Source: an optimization exercise on an open RTL-to-GDS flow (aim: small area). Production flows keep margins and buffers that such runs may drop.
Where RTL was checked, it was by simulation tests only, not by an equivalence proof against the original.

Setup of old:
==> flow/design.v (excerpt) <==
module dz_coarse_chain (
    input  wire        clk,
    input  wire        rst_n,
    input  wire        start,
    input  wire        stop,
    input  wire [2:0]  cfg_order,
    input  wire [6:0]  cfg_ratio_m1,
    input  wire [4:0]  cfg_taps_m1,
    input  wire [4:0]  cfg_sh_cic,
    input  wire [4:0]  cfg_sh_comp,
    input  wire [4:0]  cfg_sh_fast,
    input  wire        coef_we,
    input  wire [4:0]  coef_addr,
    input  wire [19:0] coef_data,
    input  wire        pdm_valid,
    input  wire        pdm_bit,
    output reg         running,
    output reg         cfg_err,
    output reg         out_valid,
    output wire [23:0] out_main,
    output wire [1:0]  out_main_sat,
    output wire [15:0] out_fast,
    output wire        out_fast_valid,
    output wire        out_fast_sat
);
    integer i;
    wire cfg_ok   = (cfg_order >= 3'd3) && (cfg_order <= 3'd5) && (cfg_ratio_m1 >= 7'd7);
    wire do_start = start && !running;
    wire go       = do_start && cfg_ok;
    wire accept   = pdm_valid && running && !stop;
    always @(posedge clk) begin
        if (!rst_n) begin
            running <= 1'b0;
            cfg_err <= 1'b0;
        end else if (do_start) begin
            running <= cfg_ok;
            cfg_err <= !cfg_ok;
  ...
For scale: roughly 6100 cells after synthesis, roughly 2000 flip-flops, ~110 I/O pins.
Settings: LEC_CHECK=0, CAP_MARGIN=20, CORE_MARGIN=2, CORE_UTILIZATION=55, CTS_CLUSTER_DIAMETER=80, CTS_CLUSTER_SIZE=32, SLEW_MARGIN=20; clock period 14.0 ns.
standard.sh (not shown) runs the stock make flow with config.mk's settings and CLKGATE_MAP_FILE= SYNTH_SCRIPT=/design/flow/synth_recipe.tcl, a recipe that flattens the netlist after the stock synthesis.
==> flow/flow/run.sh <==
#!/bin/bash
set -euo pipefail
cd "$(dirname "$0")/.."
export BUFFER_PORTS_ARGS="-buffer_cell sky130_fd_sc_hd__buf_1"
bash standard.sh > standard_flow.log 2>&1
The inputs of new differ from those of old as listed below.
- CTS_CLUSTER_SIZE changed from 32 to 30
Notes after the runs:
- Note that the met3 wire length recorded for old amounts to 1.08 times the value seen in new.
- Number of vias after detailed routing essentially unchanged between old and new.
- Per the comparison of new with old, quantity of gates resized following cts about even; hold slack fell 0.0058 ns.

---

dz_coarse_chain, a different RTL version from the one above (not shown whole).
For scale: ~8,300 cells after synthesis, about 2,000 flip-flops, ~0.077 mm^2 of cells after synthesis.
clock: 14.0 ns
lec_check: 0
abc_area: 1
cap_margin: 20
core_margin: 2
core_utilization: 40
cts_buf_list: sky130_fd_sc_hd__clkbuf_4 sky130_fd_sc_hd__clkbuf_8
cts_cluster_size: 30
slew_margin: 20
run.sh (not shown) runs the stock make flow with config.mk's settings and CLKGATE_MAP_FILE= SYNTH_SCRIPT=/design/flow/synth_recipe.tcl, a recipe that flattens the netlist after the stock synthesis.
Stock flow here: none of the scripts above is used.
==> next run, changes <==
Settings changed: ABC_AREA 1 to default, CTS_BUF_LIST sky130_fd_sc_hd__clkbuf_4 sky130_fd_sc_hd__clkbuf_8 to default, CTS_CLUSTER_SIZE 30 to default.
After rerunning: First-iteration DRC count goes down by 25%; die area went down by 0.38%; via count is lower by 9.3%; maximum frequency goes down by 2.8%; worst hold slack gets better by 0.036 ns; clock skew is lower by 0.055 ns.
No functional check of the RTL was part of any run of this note.

---

## v3
Another version of the RTL of dz_coarse_chain (not shown whole).
Size in the first run: ~2000 flip-flops, ~70000 sq um of cells after synthesis.
clock: 14.0 ns
lec_check: 0
cap_margin: 20
core_margin: 2
core_utilization: 55
cts_cluster_diameter: 80
cts_cluster_size: 30
slew_margin: 20
v3 closes out successfully: all stages finished, all timing, DRC and antenna checks passed.
Input-level comparison between v35 and v3:
Settings: CORE_UTILIZATION changed from 55 to 40; CTS_CLUSTER_SIZE changed from 30 to 24; CTS_CLUSTER_DIAMETER changed from 80 to 100.
==> run notes <==
Final worst setup slack (lower): v3. Logic depth of the worst path, buffers included (higher): v3. Non-clock buffer count, v35 vs v3: down by a few percent. sky130_fd_sc_hd__clkdlybuf4s50_1 as the critical path's slowest cell was reported by v3, and sky130_fd_sc_hd__a211oi_4 by v35. Having completed the whole flow, v3 delivered a layout that passed the timing, DRC and antenna checks. In summary, v35 completed successfully, with a layout that passed the timing, DRC and antenna checks. Cmp v3 and v35 / share of the clock period used by the worst path after layout / higher: v3.
Input-level comparison between v39 and v35:
Settings: changing CTS_CLUSTER_DIAMETER from 100 to 60; changing CAP_MARGIN from 20 to 10; changing CORE_UTILIZATION from 40 to 55; changing SLEW_MARGIN from 20 to 10; changing CTS_CLUSTER_SIZE from 24 to 36.
### Flow results
Most used routing layer = met1: v39; most used routing layer = met2: v35
Summary of v39 over v35: fmax decreased 1.1%; half-perimeter wire length after detailed placement shows a reduction of 2.6%; met1 layer wirelength in the final routing now larger; worst setup slack shrank by 0.13 ns.
In the flow results for v39 and v35, the clock-buffer cell count is smaller on v39.
Relative to v39, the following input files were edited for v24:
Settings: a change of CTS_CLUSTER_DIAMETER from 60 to 80; a change of CTS_CLUSTER_SIZE from 36 to 30; a change of CAP_MARGIN from 10 to 20; a change of SLEW_MARGIN from 10 to 20.
==> flow/flow/run.sh (new file) <==
#!/bin/bash
set -euo pipefail
cd "$(dirname "$0")/.."
export BUFFER_PORTS_ARGS="-buffer_cell sky130_fd_sc_hd__buf_1"
bash standard.sh > standard_flow.log 2>&1
==> flow/standard.sh (new file) <==
#!/bin/bash
# synth_recipe.tcl (not shown) runs the flow's synth.tcl, then flattens the netlist and writes it again
# the make line also repeats each setting of config.mk as NAME=value (left out here)
make -C /OpenROAD-flow-scripts/flow DESIGN_CONFIG=/design/flow/config.mk WORK_HOME=/design/flow/orfs CLKGATE_MAP_FILE= SYNTH_SCRIPT=/design/flow/synth_recipe.tcl "${@:-finish}"
removed: flow/run.sh
## What came out
- Re synthesis-to-layout area growth: v39 and v24 aren't equal, and the lower value belongs to v24.
- Layout clock buffer count shrinks by more than 10% when moving from v39 to v24.
- Summary of v24 over v39: data arrival time at the worst-slack endpoint shows an increase of 2.54 ns; placement-stage cell area saw a decrease; required time at the endpoint of the critical path up 3.38 ns.
- Fraction of area in clock buffers and inverters, v39 and v24: higher on v39

==> separate check: timing with driven ports <==
How much do the figures lean on ideal ports? The routed layouts below were timed once more, with nothing changed but the port constraints. Step 1 assumes that a clkbuf_16 drives the clock port and a buf_2 every other input. Step 2 also shifts input and output timing later by t, the mid clock arrival at the registers, as if the neighbouring blocks saw the same clock. Three values: ideal, step 1, step 2; two values: the first two.
run | t (ns) | slack for setup (ns) | worst hold slack (ns)
old | 0.800 | 2.273 / 2.246 / 2.246 | 0.302 / 0.302 / 0.302
new | 0.802 | 2.342 / 2.322 / 2.322 | 0.296 / 0.296 / 0.296
the first run of note 2 | 1.089 | 1.813 / 1.867 / 0.778 | 0.252 / 0.252 / 0.252
the second run of note 2 | 0.891 | 1.460 / 1.464 / 0.625 | 0.288 / 0.288 / 0.288
v3 | 0.798 | 1.874 / 1.822 / 1.822 | 0.284 / 0.284 / 0.284
v35 | 0.820 | 2.021 / 2.000 / 2.000 | 0.301 / 0.301 / 0.301
v39 | 0.823 | 1.893 / 1.837 / 1.837 | 0.300 / 0.300 / 0.300
v24 | 0.786 | 2.731 / 2.731 / 2.731 | 0.315 / 0.315 / 0.315
After both steps every run listed still meets setup and hold. For the first run of note 2, which loses most, drivers alone change the setup slack by +0.054 ns; drivers and shift together by -1.035 ns.
